This is an optimization exercise on Yosys and OpenROAD, whose aim is small area, a short achievable clock period and few clock cycles per item, not a production implementation. In this exercise RTL edits were held to simulation tests only and were not proved equivalent to the original. The clock port is modelled as an ideal driver; clocking choices that lean on that would not hold on a real chip.

## scale_acc
module scale_acc (
    input  wire        clk,
    input  wire        rst,           
    input  wire        in_valid,
    output wire        in_ready,
    input  wire        in_first,      
    input  wire        in_last,       
    input  wire [31:0] in_bias,
    input  wire [47:0] in_s,
    input  wire [15:0] in_x,
    input  wire [15:0] in_sm,
    input  wire [15:0] in_sx,
    output reg         res_valid,
    output wire [31:0] res_word,
    output wire        res_code_special,
    output wire [7:0]  res_scale_sat,
    output wire [7:0]  res_acc_sat,
    output wire [7:0]  res_flush_zero
);
    assign in_ready = 1'b1;
    reg        v0, f0, l0;
    reg [31:0] b0;
    reg [47:0] s0;
    reg [15:0] x0, sm0, sx0;
    always @(posedge clk) begin
        v0  <= ~rst & in_valid;
        f0  <= in_first;
        l0  <= in_last;
        b0  <= in_bias;
        s0  <= in_s;
        x0  <= in_x;
        sm0 <= in_sm;
        sx0 <= in_sx;
    end
    wire [31:0] g_word;
    wire        g_sat, g_flush;
    scaleg u_scale (
        .s(s0), .x(x0), .sm(sm0), .sx(sx0),
        .word(g_word), .sat(g_sat), .flush(g_flush)
    );
    wire        b_special = (b0[30:23] == 8'hFF);
    wire [31:0] b_norm    = b_special ? {b0[31], 31'h7F7F_FFFF} :
                            (b0[30:23] == 8'h00) ? 32'd0 : b0;
    reg        f1, l1, gs1, gf1, bs1;
    reg [31:0] g1;
    always @(posedge clk) begin
        f1  <= v0 & f0;
        l1  <= ~rst & v0 & l0;
        g1  <= v0 ? g_word : 32'd0;
        gs1 <= v0 & g_sat;
        gf1 <= v0 & g_flush;
        bs1 <= b_special;
    end
    reg [31:0] acc, res_q;
    reg        code_special;
    reg [7:0]  ss_cnt, as_cnt, fz_cnt;
    wire [31:0] sum_word;
    wire        sum_sat, sum_flush;
    add32 u_add (
        .a(acc), .b(g1),
        .word(sum_word), .sat(sum_sat), .flush(sum_flush)
    );
    wire [7:0] ss_base = f1 ? 8'd0 : ss_cnt;
    wire [7:0] as_base = f1 ? 8'd0 : as_cnt;
  ...
Settings: LEC_CHECK=0, ABC_AREA=1, CAP_MARGIN=60, CORE_MARGIN=2, CORE_UTILIZATION=65, PLACE_DENSITY=0.75, SLEW_MARGIN=60; clock period 55.0 ns.
standard.sh (not shown) runs the stock make flow with config.mk's settings and CLKGATE_MAP_FILE= SYNTH_SCRIPT=/design/flow/synth_recipe.tcl, a recipe that flattens the netlist after the stock synthesis.
==> flow/flow/run.sh <==
#!/bin/bash
# Layout flow: the standard flow (standard.sh) with these changes.
#  1. After the standard synthesis, polar_fix.py lets full adders absorb the
#     inverters around them (a full adder fed complemented inputs gives
#     complemented outputs); a half adder fed two complemented signals becomes
#     xor2 + nor2. Registers and their names are untouched.
#  2. Ports are buffered with sky130_fd_sc_hd__buf_2 (every port still gets
#     its own buffer).
#  3. After CTS, the flip-flops that drive output ports are upsized
#     (flow/upsize_out.tcl).
# Each tool's output goes to a log file of its own in the work folder.
set -euo pipefail
R=orfs/results/${FLOW_PLATFORM:-sky130hd}/scale_acc/base

bash standard.sh synth > synth.log 2>&1
cp $R/1_2_yosys.v 1_2_yosys.standard.v
python3 flow/polar_fix.py 1_2_yosys.standard.v $R/1_2_yosys.polar.v > polar_fix.log 2>&1
mv $R/1_2_yosys.polar.v $R/1_2_yosys.v
rm -f $R/1_synth.odb $R/1_synth.sdc
bash standard.sh synth > synth_odb.log 2>&1

export BUFFER_PORTS_ARGS="-buffer_cell sky130_fd_sc_hd__buf_2"
export POST_CTS_TCL="$(pwd)/flow/upsize_out.tcl"
bash standard.sh finish > layout.log 2>&1
Other scripts of this flow, unchanged in this note and not shown: flow/flow/polar_fix.py, flow/flow/upsize_out.tcl
Testbench counts at the start, summed over its fixed seeds: cycles 26,970, groups 26,946.
Next try:
--- a/flow/design.v
+++ b/flow/design.v
@@ -1,11 +1,10 @@
 module scaleg (
     input  wire [47:0] s,
-    input  wire [15:0] x,
+    input  wire [17:0] xs,        
     input  wire [15:0] sm,
-    input  wire [15:0] sx,
     output wire [31:0] word,
     output wire        sat,
     output wire        flush
 );
     function [6:0] lzc64;
         input [63:0] v;
@@ -907,14 +906,13 @@
     wire [8:0]  tk  = {2'd0, tzs} + {2'd0, tzm} + {2'd0, k};
     wire        stick = j0 ? (tk < 9'd39) : j1 ? (tk < 9'd38) : (tk < 9'd37);
     wire [23:0] q     = nw[24:1];
     wire        rbit  = nw[0];
     wire        up    = rbit & (stick | q[0]);
     wire        carry = up & (&q[22:0]);
-    wire signed [17:0] e0 = $signed({{2{x[15]}}, x}) + $signed({{2{sx[15]}}, sx}) + 18'sd166
-                            - $signed({11'd0, k});
+    wire signed [17:0] e0 = $signed(xs) - $signed({11'd0, k});
     wire        gt0 = (e0 > 18'sd254), eq0 = (e0 == 18'sd254), lt0 = (e0 < 18'sd0), z0 = (e0 == 18'sd0);
     wire        gt1 = (e0 > 18'sd255), eq1 = (e0 == 18'sd255), lt1 = (e0 < 18'sd1), z1 = (e0 == 18'sd1);
     wire        gt2 = (e0 > 18'sd256), eq2 = (e0 == 18'sd256), lt2 = (e0 < 18'sd2), z2 = (e0 == 18'sd2);
     wire        e_gt = j0 ? gt0 : j1 ? gt1 : gt2;
     wire        e_eq = j0 ? eq0 : j1 ? eq1 : eq2;
     wire        e_lt = j0 ? lt0 : j1 ? lt1 : lt2;
@@ -1103,27 +1101,27 @@
     output wire [7:0]  res_flush_zero
 );
     assign in_ready = 1'b1;
     reg        v0, f0, l0;
     reg [31:0] b0;
     reg [47:0] s0;
-    reg [15:0] x0, sm0, sx0;
+    reg [15:0] sm0;
+    reg [17:0] xs0;               
     always @(posedge clk) begin
         v0  <= ~rst & in_valid;
         f0  <= in_first;
         l0  <= in_last;
         b0  <= in_bias;
         s0  <= in_s;
-        x0  <= in_x;
+        xs0 <= {{2{in_x[15]}}, in_x} + {{2{in_sx[15]}}, in_sx} + 18'd166;
         sm0 <= in_sm;
-        sx0 <= in_sx;
     end
     wire [31:0] g_word;
     wire        g_sat, g_flush;
     scaleg u_scale (
-        .s(s0), .x(x0), .sm(sm0), .sx(sx0),
+        .s(s0), .xs(xs0), .sm(sm0),
         .word(g_word), .sat(g_sat), .flush(g_flush)
     );
     wire        b_special = (b0[30:23] == 8'hFF);
     wire [31:0] b_norm    = b_special ? {b0[31], 31'h7F7F_FFFF} :
                             (b0[30:23] == 8'h00) ? 32'd0 : b0;
     reg        f1, l1, gs1, gf1, bs1;
Outcome:
- non-clock buffer count grows by 6
- global-route usage goes down by 0.89 points
- worst hold slack is worse by 0.010 ns
- design area drops by 1.2%
- core utilization is lower by 0.32 points
- maximum frequency went down by 10%
- worst setup slack loses 1.4 ns
Testbench counts after the change, summed over its fixed seeds: cycles 26,970, groups 26,946.

==> separate check: timing with driven ports <==
No port has a modelled driver above. Below, the same layouts with a new extraction and two added sets of constraints.
Step 1 (the two cells are an assumption about what drives the block):
set clk [get_ports {clk}]
set_driving_cell -lib_cell sky130_fd_sc_hd__clkbuf_16 $clk
set_driving_cell -lib_cell sky130_fd_sc_hd__buf_2 [delete_from_list [all_inputs] $clk]
Step 2, shift: input delay + t, output delay - t, t = (earliest + latest rising clock arrival at the registers) / 2. This alone moves slack from input paths to output paths.
Three values: no drivers, after step 1, after step 2; two values: the first two.
run | t (ns) | setup slack, ns | worst setup path at the end
the first run | 0.667 | 42.904 / 42.835 / 43.502 | register to output
the second run | 0.657 | 41.494 / 41.545 / 40.888 | input to register
After both steps setup and hold are still met in every run listed. For the second run, which loses most, drivers alone change the setup slack by +0.051 ns; drivers and shift together by -0.606 ns.
